From an optimization exercise on the open Yosys and OpenROAD flow, aimed at small area; shortcuts taken in it are not production practice.
Function was checked by simulation only, so behaviour that the tests miss may differ from the original.
Power and IR drop assume default switching activity.

`design/flow/config.mk`:
```
export PLATFORM = sky130hd
export DESIGN_NAME = jet_slot
export DESIGN_NICKNAME = jet_slot
export VERILOG_FILES = /design/flow/design.v
export SDC_FILE = /design/flow/constraint.sdc
export NUM_CORES = 8
export LEC_CHECK = 0
export CAP_MARGIN = 20
export CORE_MARGIN = 2
export CORE_UTILIZATION = 30
export PLACE_DENSITY = 0.38
export SLEW_MARGIN = 20
```
`design/flow/constraint.sdc`:
```
create_clock -name core_clock -period 30.0 [get_ports {clk}]
set_input_delay 6.0000 -clock core_clock [delete_from_list [all_inputs] [get_ports {clk}]]
set_output_delay 6.0000 -clock core_clock [all_outputs]
set_load 0.01 [all_outputs]
```
`design/flow/design.v`:
```
module jet_lane #(
    parameter W = 32
) (
    input  wire [W-1:0] a,
    input  wire [W-1:0] b,
    input  wire [W-1:0] c,
    input  wire [3:0]   grp,
    input  wire [3:0]   fn,
    input  wire         sgn,
    input  wire         sat,
    input  wire [7:0]   aux,
    output reg  [W-1:0] r,        
    output wire         truth,    
    output reg  [W-1:0] cnt,      
    output wire [W-1:0] absd      
);
    localparam SW = $clog2(W);
    localparam signed [W+1:0] SMAX = (1 <<< (W-1)) - 1;
    localparam signed [W+1:0] SMIN = -(1 <<< (W-1));
    localparam signed [W+1:0] UMAX = (1 <<< W) - 1;
    wire signed [W+1:0] va = sgn ? {{2{a[W-1]}}, a} : {2'b00, a};
    wire signed [W+1:0] vb = sgn ? {{2{b[W-1]}}, b} : {2'b00, b};
    wire signed [W+1:0] vc = sgn ? {{2{c[W-1]}}, c} : {2'b00, c};
    wire signed [W+1:0] sum  = va + vb;
    wire signed [W+1:0] dif  = va - vb;
    wire signed [W+1:0] neg  = -va;
    wire signed [W+1:0] avg2 = va + vb + 1;
    wire        [W-1:0] avg  = avg2[W:1];
    reg [W-1:0] sum_f, dif_f, neg_f;
    always @* begin
        sum_f = sum[W-1:0];
        dif_f = dif[W-1:0];
        neg_f = neg[W-1:0];
        if (sat) begin
            if (sgn) begin
                if (sum > SMAX) sum_f = SMAX[W-1:0];
                if (sum < SMIN) sum_f = SMIN[W-1:0];
                if (dif > SMAX) dif_f = SMAX[W-1:0];
                if (dif < SMIN) dif_f = SMIN[W-1:0];
                if (neg > SMAX) neg_f = SMAX[W-1:0];
                if (neg < SMIN) neg_f = SMIN[W-1:0];
            end else begin
                if (sum > UMAX) sum_f = UMAX[W-1:0];
                if (sum < 0)    sum_f = {W{1'b0}};
                if (dif > UMAX) dif_f = UMAX[W-1:0];
                if (dif < 0)    dif_f = {W{1'b0}};
                if (neg > UMAX) neg_f = UMAX[W-1:0];
                if (neg < 0)    neg_f = {W{1'b0}};
            end
        end
    end
    wire [4:0]    sh_full = aux[7] ? aux[4:0] : b[4:0];
    wire [SW-1:0] sh      = sh_full[SW-1:0];
    wire signed [2*W:0] shl_wide = {{(W+1){a[W-1] & sgn}}, a} <<< sh;
    reg  [W-1:0] shl_f;
    always @* begin
        shl_f = shl_wide[W-1:0];
        if (sat) begin
            if (sgn) begin
                if (shl_wide > $signed({{(W+2){1'b0}}, SMAX[W-1:0]}))
                    shl_f = SMAX[W-1:0];
                if (shl_wide < $signed({{(W+1){1'b1}}, SMIN[W-1:0]}))
                    shl_f = SMIN[W-1:0];
            end else begin
                if (shl_wide[2*W:W] != 0)
                    shl_f = UMAX[W-1:0];
            end
        end
    end
    wire [W-1:0]   shr_u = a >> sh;
    wire [W-1:0]   shr_s = $signed(a) >>> sh;
    wire [W-1:0]   shr_f = sgn ? shr_s : shr_u;
    wire [2*W-1:0] rol_w = {a, a} << sh;
    wire [2*W-1:0] ror_w = {a, a} >> sh;
    wire [W-1:0]   rol_f = rol_w[2*W-1:W];
    wire [W-1:0]   ror_f = ror_w[W-1:0];
    wire eq = (a == b);
    wire lt = (va < vb);
    assign truth = (fn == 4'h0) ? eq :
                   (fn == 4'h1) ? !eq :
                   (fn == 4'h2) ? lt :
                                  (lt | eq);
    wire [W-1:0] min_f = lt ? a : b;
    wire [W-1:0] max_f = lt ? b : a;
    wire signed [W+1:0] vmax = lt ? vb : va;
    wire [W-1:0] clamp_f = (vc < vmax) ? c : max_f;
    wire [W-1:0] cls_y = a[W-1] ? ~a : a;
    reg  [SW:0]  clz_f, clz_y, popc_f;
    reg          seen_a, seen_y;
    integer i;
    always @* begin
        clz_f  = 0;
        clz_y  = 0;
        popc_f = 0;
        seen_a = 1'b0;
        seen_y = 1'b0;
        for (i = W-1; i >= 0; i = i - 1) begin
            if (a[i]) seen_a = 1'b1;
            if (!seen_a) clz_f = clz_f + 1'b1;
            if (cls_y[i]) seen_y = 1'b1;
            if (!seen_y) clz_y = clz_y + 1'b1;
            popc_f = popc_f + {{SW{1'b0}}, a[i]};
        end
    end
    always @* begin
        case (fn)
            4'h0:    cnt = {{(W-SW-1){1'b0}}, clz_f};
            4'h1:    cnt = {{(W-SW-1){1'b0}}, clz_y - 1'b1};
            default: cnt = {{(W-SW-1){1'b0}}, popc_f};
        endcase
    end
    wire signed [W+1:0] adif = (dif < 0) ? -dif : dif;
    assign absd = adif[W-1:0];
    always @* begin
        r = {W{1'b0}};
        case (grp)
            4'h0: case (fn)
                      4'h0:    r = sum_f;
                      4'h1:    r = dif_f;
                      4'h4:    r = neg_f;
                      default: r = avg;
                  endcase
            4'h2: case (fn)
                      4'h0:    r = shl_f;
                      4'h1:    r = shr_f;
                      4'h2:    r = rol_f;
                      default: r = ror_f;
                  endcase
            4'h3: case (fn)
                      4'h4:    r = min_f;
                      4'h5:    r = max_f;
                      4'h6:    r = clamp_f;
                      default: r = truth ? {W{1'b1}} : {W{1'b0}};
                  endcase
            4'h5: r = cnt;
            4'h6: r = absd;
            default: r = {W{1'b0}};
        endcase
    end
endmodule
module jet_slot (
    input  wire        clk,
    input  wire        rst,         
    input  wire        head,        
    input  wire        in_valid,    
    input  wire        end_set,     
    input  wire [63:0] insn,
    input  wire [31:0] tok_n,
    input  wire [31:0] tok_e,
    input  wire [31:0] tok_s,
    input  wire [31:0] tok_w,
    input  wire [31:0] k0,
    input  wire [31:0] k1,
    input  wire [31:0] k2,
    input  wire [31:0] k3,
    input  wire        carry_in,    
    output reg         res_valid,   
    output reg  [31:0] result,
    output reg         send_valid,  
    output reg         send_carry,
    output reg  [31:0] w0,
    output reg  [31:0] w1,
    output reg  [31:0] w2,
    output reg  [31:0] w3,
    output reg  [47:0] acc,
    output reg         c_flag,
    output reg         p_flag
);
    wire        f_v    = insn[63];
    wire [3:0]  f_grp  = insn[62:59];
    wire [3:0]  f_fn   = insn[58:55];
    wire [1:0]  f_lane = insn[54:53];
    wire        f_sgn  = insn[52];
    wire        f_sat  = insn[51];
    wire [1:0]  f_pred = insn[50:49];
    wire        f_setf = insn[48];
    wire [1:0]  f_chain= insn[47:46];
    wire [3:0]  f_sa   = insn[45:42];
    wire [3:0]  f_sb   = insn[41:38];
    wire [3:0]  f_sc   = insn[37:34];
    wire [3:0]  f_dst  = insn[33:30];
    wire [7:0]  f_aux  = insn[23:16];
    wire [15:0] f_imm  = insn[15:0];
    wire [31:0] acc_hi = f_sgn ? {{16{acc[47]}}, acc[47:32]} : {16'h0000, acc[47:32]};
    wire [31:0] imm_x  = f_sgn ? {{16{f_imm[15]}}, f_imm} : {16'h0000, f_imm};
    reg [31:0] opa, opb, opc;
    always @* begin
        case (f_sa)
            4'h1: opa = tok_n;   4'h2: opa = tok_e;   4'h3: opa = tok_s;  4'h4: opa = tok_w;
            4'h5: opa = w0;      4'h6: opa = w1;      4'h7: opa = w2;     4'h8: opa = w3;
            4'h9: opa = acc[31:0];                    4'hA: opa = acc_hi;
            4'hB: opa = k0;      4'hC: opa = k1;      4'hD: opa = k2;     4'hE: opa = k3;
            4'hF: opa = imm_x;   default: opa = 32'h0;
        endcase
        case (f_sb)
            4'h1: opb = tok_n;   4'h2: opb = tok_e;   4'h3: opb = tok_s;  4'h4: opb = tok_w;
            4'h5: opb = w0;      4'h6: opb = w1;      4'h7: opb = w2;     4'h8: opb = w3;
            4'h9: opb = acc[31:0];                    4'hA: opb = acc_hi;
            4'hB: opb = k0;      4'hC: opb = k1;      4'hD: opb = k2;     4'hE: opb = k3;
            4'hF: opb = imm_x;   default: opb = 32'h0;
        endcase
        case (f_sc)
            4'h1: opc = tok_n;   4'h2: opc = tok_e;   4'h3: opc = tok_s;  4'h4: opc = tok_w;
            4'h5: opc = w0;      4'h6: opc = w1;      4'h7: opc = w2;     4'h8: opc = w3;
            4'h9: opc = acc[31:0];                    4'hA: opc = acc_hi;
            4'hB: opc = k0;      4'hC: opc = k1;      4'hD: opc = k2;     4'hE: opc = k3;
            4'hF: opc = imm_x;   default: opc = 32'h0;
        endcase
    end
    wire in_slot = in_valid && f_v && (end_set == (f_pred == 2'b11));
    wire runs    = in_slot && ((f_pred == 2'b11) || (f_pred == 2'b00) ||
                               (f_pred == 2'b01 && p_flag) || (f_pred == 2'b10 && !p_flag));
    wire is_arith = (f_grp == 4'h0);
    wire is_logic = (f_grp == 4'h1);
    wire is_shift = (f_grp == 4'h2);
    wire is_cmp   = (f_grp == 4'h3);
    wire is_sel   = (f_grp == 4'h4);
    wire is_cnt   = (f_grp == 4'h5);
    wire is_absd  = (f_grp == 4'h6);
    wire is_mac   = (f_grp == 4'h7);
    wire is_emit  = (f_grp == 4'h9) && (f_fn == 4'h6);
    wire is_carry_op = is_arith && (f_fn <= 4'h3);         
    wire is_rel      = is_cmp && (f_fn <= 4'h3);           
    wire is_acc_only = is_mac && (f_fn >= 4'h1) && (f_fn <= 4'h3);   
    wire [31:0] r32, r16, r8;
    wire [31:0] cnt32, cnt16, cnt8;
    wire [31:0] ad32, ad16, ad8;
    wire        t32;
    wire [1:0]  t16;
    wire [3:0]  t8;
    jet_lane #(.W(32)) u_l32 (
        .a(opa), .b(opb), .c(opc), .grp(f_grp), .fn(f_fn), .sgn(f_sgn), .sat(f_sat),
        .aux(f_aux), .r(r32), .truth(t32), .cnt(cnt32), .absd(ad32));
    genvar g;
    generate
        for (g = 0; g < 2; g = g + 1) begin : g16
            jet_lane #(.W(16)) u_l16 (
                .a(opa[16*g+15:16*g]), .b(opb[16*g+15:16*g]), .c(opc[16*g+15:16*g]),
                .grp(f_grp), .fn(f_fn), .sgn(f_sgn), .sat(f_sat), .aux(f_aux),
                .r(r16[16*g+15:16*g]), .truth(t16[g]), .cnt(cnt16[16*g+15:16*g]),
                .absd(ad16[16*g+15:16*g]));
        end
        for (g = 0; g < 4; g = g + 1) begin : g8
            jet_lane #(.W(8)) u_l8 (
                .a(opa[8*g+7:8*g]), .b(opb[8*g+7:8*g]), .c(opc[8*g+7:8*g]),
                .grp(f_grp), .fn(f_fn), .sgn(f_sgn), .sat(f_sat), .aux(f_aux),
                .r(r8[8*g+7:8*g]), .truth(t8[g]), .cnt(cnt8[8*g+7:8*g]),
                .absd(ad8[8*g+7:8*g]));
        end
    endgenerate
    reg [31:0] lane_r;
    reg        all_true;
    reg [31:0] cnt_sum;
    reg [31:0] sad_sum;
    always @* begin
        case (f_lane)
            2'b01: begin
                lane_r   = r16;
                all_true = &t16;
                cnt_sum  = cnt16[15:0] + cnt16[31:16];
                sad_sum  = ad16[15:0] + ad16[31:16];
            end
            2'b10: begin
                lane_r   = r8;
                all_true = &t8;
                cnt_sum  = cnt8[7:0] + cnt8[15:8] + cnt8[23:16] + cnt8[31:24];
                sad_sum  = ad8[7:0] + ad8[15:8] + ad8[23:16] + ad8[31:24];
            end
            default: begin
                lane_r   = r32;
                all_true = t32;
                cnt_sum  = cnt32;
                sad_sum  = ad32;
            end
        endcase
    end
    wire        cin   = f_chain[0] ? carry_in : c_flag;
    wire [32:0] addu  = {1'b0, opa} + {1'b0, opb};
    wire [32:0] addcu = {1'b0, opa} + {1'b0, opb} + {32'h0, cin};
    wire [32:0] subcu = {1'b0, opa} - {1'b0, opb} - {32'h0, !cin};
    wire signed [33:0] va34 = f_sgn ? {{2{opa[31]}}, opa} : {2'b00, opa};
    wire signed [33:0] vb34 = f_sgn ? {{2{opb[31]}}, opb} : {2'b00, opb};
    wire signed [33:0] addc_v = va34 + vb34 + {33'h0, cin};
    wire signed [33:0] subc_v = va34 - vb34 - {33'h0, !cin};
    reg [31:0] addc_f, subc_f;
    always @* begin
        addc_f = addc_v[31:0];
        subc_f = subc_v[31:0];
        if (f_sat) begin
            if (f_sgn) begin
                if (addc_v > 34'sh0_7FFF_FFFF)  addc_f = 32'h7FFF_FFFF;
                if (addc_v < -34'sh0_8000_0000) addc_f = 32'h8000_0000;
                if (subc_v > 34'sh0_7FFF_FFFF)  subc_f = 32'h7FFF_FFFF;
                if (subc_v < -34'sh0_8000_0000) subc_f = 32'h8000_0000;
            end else begin
                if (addc_v > 34'sh0_FFFF_FFFF)  addc_f = 32'hFFFF_FFFF;
                if (addc_v < 0)                 addc_f = 32'h0;
                if (subc_v > 34'sh0_FFFF_FFFF)  subc_f = 32'hFFFF_FFFF;
                if (subc_v < 0)                 subc_f = 32'h0;
            end
        end
    end
    reg carry_out;
    always @* begin
        case (f_fn)
            4'h0:    carry_out = addu[32];              
            4'h1:    carry_out = (opa >= opb);          
            4'h2:    carry_out = addcu[32];             
            default: carry_out = !subcu[32];            
        endcase
    end
    wire [4:0]  fun_sh = f_aux[7] ? f_aux[4:0] : opb[4:0];
    wire [63:0] fun_w  = {opa, opb} >> fun_sh;
    wire signed [16:0] ma16 = f_sgn ? {opa[15], opa[15:0]} : {1'b0, opa[15:0]};
    wire signed [16:0] mb16 = f_sgn ? {opb[15], opb[15:0]} : {1'b0, opb[15:0]};
    wire signed [8:0]  ma0  = f_sgn ? {opa[7],  opa[7:0]}  : {1'b0, opa[7:0]};
    wire signed [8:0]  mb0  = f_sgn ? {opb[7],  opb[7:0]}  : {1'b0, opb[7:0]};
    wire signed [8:0]  ma1  = f_sgn ? {opa[15], opa[15:8]} : {1'b0, opa[15:8]};
    wire signed [8:0]  mb1  = f_sgn ? {opb[15], opb[15:8]} : {1'b0, opb[15:8]};
    wire signed [33:0] prod16 = ma16 * mb16;
    wire signed [17:0] prod8a = ma0 * mb0;
    wire signed [17:0] prod8b = ma1 * mb1;
    wire signed [18:0] prod8x2 = prod8a + prod8b;
    wire signed [49:0] acc_v = f_sgn ? {{2{acc[47]}}, acc} : {2'b00, acc};
    reg  signed [49:0] mac_v;
    always @* begin
        case (f_fn)
            4'h1:    mac_v = acc_v + prod16;
            4'h2:    mac_v = acc_v - prod16;
            default: mac_v = acc_v + prod8x2;
        endcase
    end
    reg [47:0] mac_f;
    always @* begin
        mac_f = mac_v[47:0];
        if (f_sat) begin
            if (f_sgn) begin
                if (mac_v > 50'sh0_7FFF_FFFF_FFFF)  mac_f = 48'h7FFF_FFFF_FFFF;
                if (mac_v < -50'sh0_8000_0000_0000) mac_f = 48'h8000_0000_0000;
            end else begin
                if (mac_v > 50'sh0_FFFF_FFFF_FFFF)  mac_f = 48'hFFFF_FFFF_FFFF;
                if (mac_v < 0)                      mac_f = 48'h0;
            end
        end
    end
    wire signed [49:0] accrd_v = acc_v >>> f_aux[5:0];
    reg [31:0] accrd_f;
    always @* begin
        accrd_f = accrd_v[31:0];
        if (f_sat) begin
            if (f_sgn) begin
                if (accrd_v > 50'sh0_0000_7FFF_FFFF)  accrd_f = 32'h7FFF_FFFF;
                if (accrd_v < -50'sh0_0000_8000_0000) accrd_f = 32'h8000_0000;
            end else begin
                if (accrd_v > 50'sh0_0000_FFFF_FFFF)  accrd_f = 32'hFFFF_FFFF;
            end
        end
    end
    reg [31:0] res;
    always @* begin
        res = 32'h0;
        if (is_arith) begin
            case (f_fn)
                4'h2:    res = addc_f;
                4'h3:    res = subc_f;
                default: res = lane_r;
            endcase
        end else if (is_logic) begin
            case (f_fn)
                4'h0:    res = opa & opb;
                4'h1:    res = opa | opb;
                4'h2:    res = opa ^ opb;
                4'h3:    res = opa & ~opb;
                4'h4:    res = ~opa;
                default: res = opa;
            endcase
        end else if (is_shift) begin
            res = (f_fn == 4'h4) ? fun_w[31:0] : lane_r;
        end else if (is_cmp || is_cnt || is_absd) begin
            res = (is_absd && f_fn == 4'h1) ? sad_sum : lane_r;
        end else if (is_sel) begin
            res = (f_fn == 4'h0) ? (p_flag ? opa : opb) : ((opa & opc) | (opb & ~opc));
        end else if (is_mac) begin
            case (f_fn)
                4'h0:    res = prod16[31:0];
                4'h4:    res = accrd_f;
                default: res = mac_f[31:0];
            endcase
        end else if (is_emit) begin
            res = opa;
        end
    end
    reg [47:0] acc_n;
    always @* begin
        acc_n = acc;
        if (is_cnt && f_aux[0])
            acc_n = acc + {16'h0, cnt_sum};
        if (is_absd && f_fn == 4'h1 && f_aux[0])
            acc_n = acc + {16'h0, sad_sum};
        if (is_acc_only)
            acc_n = mac_f;
        if (f_dst == 4'h9 && !is_acc_only && !is_emit)
            acc_n = f_sgn ? {{16{res[31]}}, res} : {16'h0, res};
    end
    always @(posedge clk) begin
        if (rst || head) begin
            w0         <= 32'h0;
            w1         <= 32'h0;
            w2         <= 32'h0;
            w3         <= 32'h0;
            acc        <= 48'h0;
            c_flag     <= 1'b0;
            p_flag     <= 1'b0;
            res_valid  <= 1'b0;
            result     <= 32'h0;
            send_valid <= 1'b0;
            send_carry <= 1'b0;
        end else begin
            res_valid  <= runs;
            send_valid <= in_slot && f_chain[1];
            send_carry <= runs && f_chain[1] && is_carry_op && carry_out;
            if (runs) begin
                result <= res;
                if (!is_emit) begin
                    case (f_dst)
                        4'h5: if (!is_acc_only) w0 <= res;
                        4'h6: if (!is_acc_only) w1 <= res;
                        4'h7: if (!is_acc_only) w2 <= res;
                        4'h8: if (!is_acc_only) w3 <= res;
                        default: ;
                    endcase
                    acc <= acc_n;
                    if (is_carry_op && f_lane == 2'b00)
                        c_flag <= carry_out;
                    if (is_rel)
                        p_flag <= all_true;
                    else if (f_setf)
                        p_flag <= (res != 32'h0);
                end
            end
        end
    end
endmodule
```
`design/flow/run.sh`:
```
#!/bin/bash
# synth_recipe.tcl (not shown) runs the flow's synth.tcl, then flattens the netlist and writes it again
# the make line also repeats each setting of config.mk as NAME=value (left out here)
make -C /OpenROAD-flow-scripts/flow DESIGN_CONFIG=/design/flow/config.mk WORK_HOME=/design/flow/orfs CLKGATE_MAP_FILE= SYNTH_SCRIPT=/design/flow/synth_recipe.tcl finish
```
==> run notes <==
-- cells by family after synthesis --
| logic type | after synthesis |
|---|---|
| compound gates | 5805 |
| xor+xnor | 947 |
| flops | 213 |
| mux | 543 |
| simple gates | 5254 |
| fa+ha+maj | 1434 |
| buf+inv | 2338 |
-- layout by cell type (no fill, tap or decap), drive strengths merged, types with 80 or more instances in the layout --
master            n
dfxtp           213
inv            1070
o21ai          1459
xor2            242
a211oi          240
clkdlybuf4s50   516
a221oi          176
buf            1364
diode            88
and3             99
nor3            298
o21bai           88
a21o            182
nand4           151
nor4             91
fa              665
a22oi           366
mux2            115
ha              761
nand2b          112
o221ai          199
nand3b           84
nand3           373
a31oi           182
o22ai           132
nand2          1942
mux2i           384
nor2b           129
nor2           1574
a21oi          1770
and2             96
o21a             80
o211ai          180
xnor2           684
-- worst paths after layout --
path / to / slack [ns] / depth (start not counted)
min: result[1] / 0.46 / 2
max: acc[42] / 1.01 / 149
max reg2reg: acc[42] / 6.23 / 151
min reg2reg: result[1] / 0.46 / 2
-- area by class of cell --
class | count | area [sq um]
Fill cell | 41300 | 240000
Multi-Input combinational cell | 14000 | 101000
Timing Repair Buffer | 1882 | 15900
Tap cell | 4972 | 6220
Sequential cell | 213 | 4270
Inverter | 1089 | 4100
Clock buffer | 29 | 629
Clock inverter | 15 | 258
Antenna cell | 88 | 220
-- where the power goes --
group / switching [W] / total [W] / internal, W
logic: 0.00840 / 0.0123 / 0.00385
clock network: 0.000167 / 0.000363 / 0.000196
registers: 0.00000167 / 0.000285 / 0.000284
-- sequential cells by signal, indices dropped and copies added, names as in the netlist --
| signal | flops |
|---|---|
| w2 | 32 |
| res_valid | 1 |
| w0 | 32 |
| acc | 48 |
| send_valid | 1 |
| send_carry | 1 |
| c_flag | 1 |
| w3 | 32 |
| w1 | 32 |
| result | 32 |
| p_flag | 1 |
-- worst register-to-register path: cells and delay by family (launching register included) --
kind            cells  cell delay, ns
compound gates     60            8.49
xor+xnor            7            1.05
flops               1            0.74
buf+inv            18            2.39
mux                 8            1.72
simple gates       35            3.06
fa+ha+maj          23            6.22
-- timing repair --
action	4_1_cts	5_1_grt
endpoints found under the setup margin	17	31
setup buffers	1	33
pin swaps	0	80
hold buffers	0	0
gates resized for setup	17	134
gates cloned	0	1
-- layer usage --
layer | GRT usage | part of all wire | up-vias
li1 | - | - | 61100
met1 | 0.615 | 0.38 | 74700
met2 | 0.699 | 0.39 | 11800
met3 | 0.215 | 0.14 | 3138
met4 | 0.392 | 0.095 | 88
met5 | 0.00202 | 0.00074 | -
-- through the flow --
step	util	worst slack (ns)	hold slack (ns)
after detailed placement	0.349	-1.08	0.447
after global placement	0.349	-1.36	0.444
after floorplan	-	0.00406	0.481
final	0.355	1.01	0.463
after global routing	0.354	-0.104	0.477
after CTS	0.352	0.0223	0.459
==> out/summary.txt <==
Measured slew at the worst slew-check pin - 1.40 ns
Clock root cell - clkbuf_16
Multiplexer area fraction after synthesis - 0.0547
Slew Viols, Final - 0
Count of unique library cells instantiated by Yosys - 144
Worst skew pair latency - 0.67 ns
Synth Register Bits - 213
CP Buf/Inv Count - 17
Adder-Cell Fraction of Synth Area - 0.204
CP Capture Type - register
Total gr overflow - 0
Number of max-cap violations - 0
DRT iter0 DRCs - 24,900
Synth top cells by count - nand2_1, a21oi_1, nor2_1
Sequential-to-total area share from yosys stat - 0.0380
GRT Util Overall - 0.507
Critical path class - input port to register
Final setup violation count - 0
Total power - 0.0129 W
Port bufs - 531
Row cnt - 224
I/O pin count - 539
Design area - 132,000 sq um
Pin count of the biggest net entering global routing - 137
Chip Width - 616 um
Wire length per cell - 45.1 um
CP delay by family, top - compound AO/OA/AOI/OAI gates
Area leader, netlist - fa_1
Post-synthesis compound-gate area fraction - 0.328
Crit. Startpoint - tok_w[29]
Finished Layout Cells - 22,300
Overall routed net length - 1,000,000 um
Synth Cell Area - 112,000 sq um
Top cell type's share of synthesized area - 0.119
Final Wtd Congestion - 1.16
Initial antenna violation count - 155
Status - complete, no violations
DRC Markers - 0
CTS tree - yes
Pre-Repair DR Iteration Count - 9
Antenna Nets Post-Route - 0
Core ar. - 372,000 sq um
Largest family of logic cells by synthesized area - compound AO/OA/AOI/OAI gates
Die height - 616 um
Pleak - 54.7 nW
Post-layout minimum cycle time - 28.99 ns
Crit path largest cell delay - 0.66 ns
Die ar. - 379,000 sq um
Max Clk Rate - 34.5 MHz
Vias per inst - 6.77
Post-DP HPWL - 811,000 um
CP Data Arrival Time - 29.53 ns
H-Tree Depth - 1
Post-synthesis simple-gate area fraction - 0.214
Total negative slack - 0 ns
Synth-to-Final Area Change - 17.8%
Slew HR - 0.0602
Post-Synthesis Cells - 16,500
Hold Path Class - register to register
Worst Setup Start Kind - input port
Crit Path Max Fanout - 5
Final hold violations - 0
Placed Cells - 22,100
Synth area leaders - fa_1, ha_1, a21oi_1
Yosys warnings - 4
Starting density of the core - 0.301
Final worst path period share - 0.966
FF-to-FF Start - acc[47]
Synth Area in XOR/XNOR - 0.0791
Main flop type after synthesis - dfxtp_1
CP most frequent cell - ha_1
Mean Syn Cell Area - 6.79 sq um
Power Dens Cells - 97.6 nW/um^2
Worst clock skew - 0.0424 ns
Net Count, Synth - 18,300
Slowest-stage cell, CP - or4_4
Post-synthesis async set-or-reset flop share - 0
Total number of vias - 151,000
Share of cells above drive strength 1 - 0.123
Final #Nets - 18,900
Most frequent cell after synthesis - nand2_1
Worst vdd ir - 0.296 mV
Post-synth EDFFs - 0
Worst EP required - 30.55 ns
First-pass GRT wire length - 1,310,000 um
CTS clk-pin slew, worst paths - 0.07 ns
Vias in the first global route - 138,000
Clock Sink Count - 213
CTS buffer count - 24
Bufs on Longest Clock Path - 3
Dpl cell area - 130,000 sq um
Hold_sp - result[1]

port drivers added, routing unchanged:
No port has a modelled driver above. Below, the same layout with a new extraction and two added sets of constraints.
Step 1 (the two cells are an assumption about what drives the block):
set clk [get_ports {clk}]
set_driving_cell -lib_cell sky130_fd_sc_hd__clkbuf_16 $clk
set_driving_cell -lib_cell sky130_fd_sc_hd__buf_2 [delete_from_list [all_inputs] $clk]
Step 2 adds t to the input delays and takes it off the output delays; t is the mean of the earliest and latest rising clock arrival at the registers after step 1. Input paths then give back, and output paths get back, about the clock's delay inside the block.
a / b / c = ideal / step 1 / step 2; a / b = the first two.
t (ns): 0.725
setup WS [ns]: 1.014 / 1.070 / 0.345
clock arrival spread, ns: 0.043 / 0.042
worst data-port slew with drivers (ns): 0.23
cell pins on the clock port's net: 1
After both steps this run still meets setup and hold. The setup slack of this run moves by +0.056 ns with the drivers and by -0.669 ns with both steps.
